Background: an optimization exercise with open tools, aiming at small area, a short achievable clock period and few clock cycles per item. Do not read the settings as production practice. Only simulation tests tie the RTL to the original design; equivalence was not proved.

## rev 12
// lk7_svf
module lk7_svf (
    input  wire        clk,
    input  wire        rst,
    input  wire        in_valid,
    output wire        in_ready,
    input  wire        in_ch,
    input  wire        in_clr,
    input  wire [1:0]  in_mode,
    input  wire [1:0]  in_nsec,
    input  wire [31:0] in_x,
    input  wire [31:0] in_a1,
    input  wire [31:0] in_a2,
    input  wire [31:0] in_a3,
    input  wire [31:0] in_k,
    output wire        out_valid,
    output wire [31:0] out_y
);
For scale: ~200 I/O pins.
==> flow/config.mk <==
export PLATFORM = sky130hd
export DESIGN_NAME = lk7_svf
export DESIGN_NICKNAME = lk7_svf
export VERILOG_FILES = /design/flow/design.v
export SDC_FILE = /design/flow/constraint.sdc
export NUM_CORES = 4
export LEC_CHECK = 0
export ABC_AREA = 1
export CAP_MARGIN = 20
export CORE_MARGIN = 2
export CORE_UTILIZATION = 40
export PLACE_DENSITY = 0.6
export SLEW_MARGIN = 20
==> flow/constraint.sdc <==
create_clock -name core_clock -period 20.0 [get_ports {clk}]
set_input_delay 4.0000 -clock core_clock [delete_from_list [all_inputs] [get_ports {clk}]]
set_output_delay 4.0000 -clock core_clock [all_outputs]
set_load 0.01 [all_outputs]
standard.sh (not shown) runs the stock make flow with config.mk's settings and CLKGATE_MAP_FILE= SYNTH_SCRIPT=/design/flow/synth_recipe.tcl, a recipe that flattens the netlist after the stock synthesis.
==> flow/flow/run.sh <==
#!/bin/bash
# Own flow: the standard layout (standard.sh) unchanged, except that
# OpenROAD's repair_timing is asked to keep SETUP_SLACK_MARGIN ns of setup
# slack at the design's clock, so that it sizes the critical paths for a
# shorter achieved period.  Clock, constraints and steps are the standard ones.
set -euo pipefail
export SETUP_SLACK_MARGIN=11.4
bash standard.sh > standard.log 2>&1
Rev 12: flow completed, timing, DRC and antenna clean
Testbench counts of rev 12, summed over its fixed seeds: cycles 35,549, items 9,600.
For rev 13, these inputs were changed with respect to rev 12:
Settings: CORE_UTILIZATION now 50, was 40; PLACE_DENSITY now 0.65, was 0.6.
--- a/flow/flow/run.sh
+++ b/flow/flow/run.sh
@@ -5,4 +5,4 @@
 # shorter achieved period.  Clock, constraints and steps are the standard ones.
 set -euo pipefail
-export SETUP_SLACK_MARGIN=11.4
+export SETUP_SLACK_MARGIN=11
 bash standard.sh > standard.log 2>&1
## What came out
Per the final summary, rev 13 finished and its layout is clean on timing, DRC and antenna.
Routed wire in rev 13 totals less than in rev 12.
In the flow results for rev 12 and rev 13, the final worst setup slack is larger on rev 12.
In rev 13 relative to rev 12, area after detailed placement had gone down slightly.
Against rev 12, rev 13 comes in 5.6 points higher on total routing resource utilization after global routing.
Diff rev 12 -> rev 13: final cell count saw a decrease, maximum number of pins on one net before global-route repair picked up an extra 22, final-stage net count fell by 274, sequential cell area in the final layout did not really move, top-level port count neither gained nor lost much.

========
JK:
Another version of the RTL of lk7_svf (not shown whole).
Size: about 11000 cells after synthesis, roughly 620 flip-flops, about 200 I/O pins, ~85000 um^2 of cells after synthesis.
clock: 20.0 ns
lec_check: 0
abc_area: 1
cap_margin: 20
core_margin: 2
core_utilization: 40
place_density: 0.6
slew_margin: 20
==> flow/flow/run.sh <==
#!/bin/bash
# Own flow: the standard layout (standard.sh) unchanged, except that
# OpenROAD's repair_timing is asked to keep SETUP_SLACK_MARGIN ns of setup
# slack at the design's clock, so that it sizes the critical paths for a
# shorter achieved period.  Clock, constraints and steps are the standard ones.
set -euo pipefail
export SETUP_SLACK_MARGIN=11
bash standard.sh > standard.log 2>&1
Testbench counts of JK, summed over its fixed seeds: cycles 35,549, items 9,600.
Here is what was changed in the inputs of MS compared with JK.
Settings: GPL_ROUTABILITY_DRIVEN: unset -> 0; PLACE_DENSITY: 0.6 -> 0.7.
==> flow/flow/run.sh <==
#!/bin/bash
# Own flow: the standard layout (standard.sh) unchanged, except that
# - OpenROAD's repair_timing is asked to keep SETUP_SLACK_MARGIN ns of setup
#   slack at the design's clock, so that it sizes the critical paths for a
#   shorter achieved period;
# - every port is still buffered, with a small buffer (buf_2).
# Clock, constraints and steps are the standard ones.
set -euo pipefail
export SETUP_SLACK_MARGIN=11
export BUFFER_PORTS_ARGS="-buffer_cell sky130_fd_sc_hd__buf_2"
bash standard.sh > standard.log 2>&1
Delta (MS minus JK): final worst-path cycle share went up 0.64 points; first-pass GRT wire length went down 8.5%; setup slack went down 0.13 ns. Between JK and MS, the count of multi-input combinational gates does not differ in any meaningful way.
Changes in AL relative to MS:
Settings: GPL_ROUTABILITY_DRIVEN no longer set, was 0; PLACE_DENSITY now 0.6, was 0.7.
--- a/flow/flow/run.sh
+++ b/flow/flow/run.sh
@@ -9 +9 @@
-export SETUP_SLACK_MARGIN=11
+export SETUP_SLACK_MARGIN=11.2
[summary]
The via count reported for AL is greater than that of MS by 1355.
AL gives more synthesis-to-finish area growth than MS did.
Diff MS..AL | proportion of cell area spent on the clock network | negligible
Actual transition at the worst max-transition pin in AL is 0.026 ns below MS.
AL vs MS — design area climbed by a few percent
The following lists how TR was set up differently from AL:
--- a/flow/flow/run.sh
+++ b/flow/flow/run.sh
@@ -9 +9 @@
-export SETUP_SLACK_MARGIN=11.2
+export SETUP_SLACK_MARGIN=11
### Flow results
Summary — total of plain and repair buffers excluding clock buffers, TR relative to AL: lower, by 137. Routed wire length: TR vs AL down 3.0%. Delta (TR minus AL): slack of the critical path went down by 0.17 ns, worst-case setup slack after placement essentially unchanged. The launch point of the worst path comes out dop_r[0] in one run and p2 in the other, namely in AL and TR respectively.
The following lists how PW was set up differently from TR:
Settings: a change of SLEW_MARGIN from 20 to 10; a change of CAP_MARGIN from 20 to 10.
[summary]
As far as overall fraction of global-route tracks in use is concerned, PW and TR perform about the same. PW -> TR: clock sink count delta 0, exact match. The wire length of the first global-routing pass was comparable across PW and TR. Taking TR as the reference, in PW total length of routed met3 wires has decreased, post-layout instance area went up, non-clock buffer count now sits higher, upper clock frequency limit shrank by 1.9 MHz. The share of the clock period used by the worst path after layout number comes out higher for PW vs TR. TR -> PW: final-layout clock-cell area share flat. Relative max-transition margin delta (PW − TR): unfavourable.

afterwards: timing with drivers on the ports:
In the flow no input, the clock included, has a driving cell. The finished layouts below were timed again as built, in two steps. Step 1 (the two cells are an assumption about what drives the block):
set clk [get_ports {clk}]
set_driving_cell -lib_cell sky130_fd_sc_hd__clkbuf_16 $clk
set_driving_cell -lib_cell sky130_fd_sc_hd__buf_2 [delete_from_list [all_inputs] $clk]
Step 2 also shifts input and output timing later by t, the mid clock arrival at the registers, as if the neighbouring blocks saw the same clock. Slacks: no drivers / after step 1 / after step 2; pairs: no drivers / after step 1.
run | t, ns | setup WS [ns] | worst setup path after step 2 | slew at the worst register clock pin (ns) | worst data-port slew with drivers (ns)
rev 12 | 0.859 | 11.233 / 11.233 / 11.233 | register to register | 0.09 / 0.09 | 0.09
rev 13 | 0.846 | 10.767 / 10.767 / 10.767 | register to register | 0.07 / 0.07 | 0.07
JK | 0.835 | 11.150 / 11.150 / 11.150 | register to register | 0.09 / 0.09 | 0.06
MS | 0.828 | 11.023 / 11.023 / 11.023 | register to register | 0.10 / 0.10 | 0.05
AL | 0.816 | 11.265 / 11.265 / 11.265 | register to register | 0.08 / 0.08 | 0.06
TR | 0.824 | 11.091 / 11.091 / 11.091 | register to register | 0.07 / 0.07 | 0.07
PW | 0.836 | 10.934 / 10.934 / 10.934 | register to register | 0.07 / 0.07 | 0.07
After both steps every run listed still meets setup and hold.
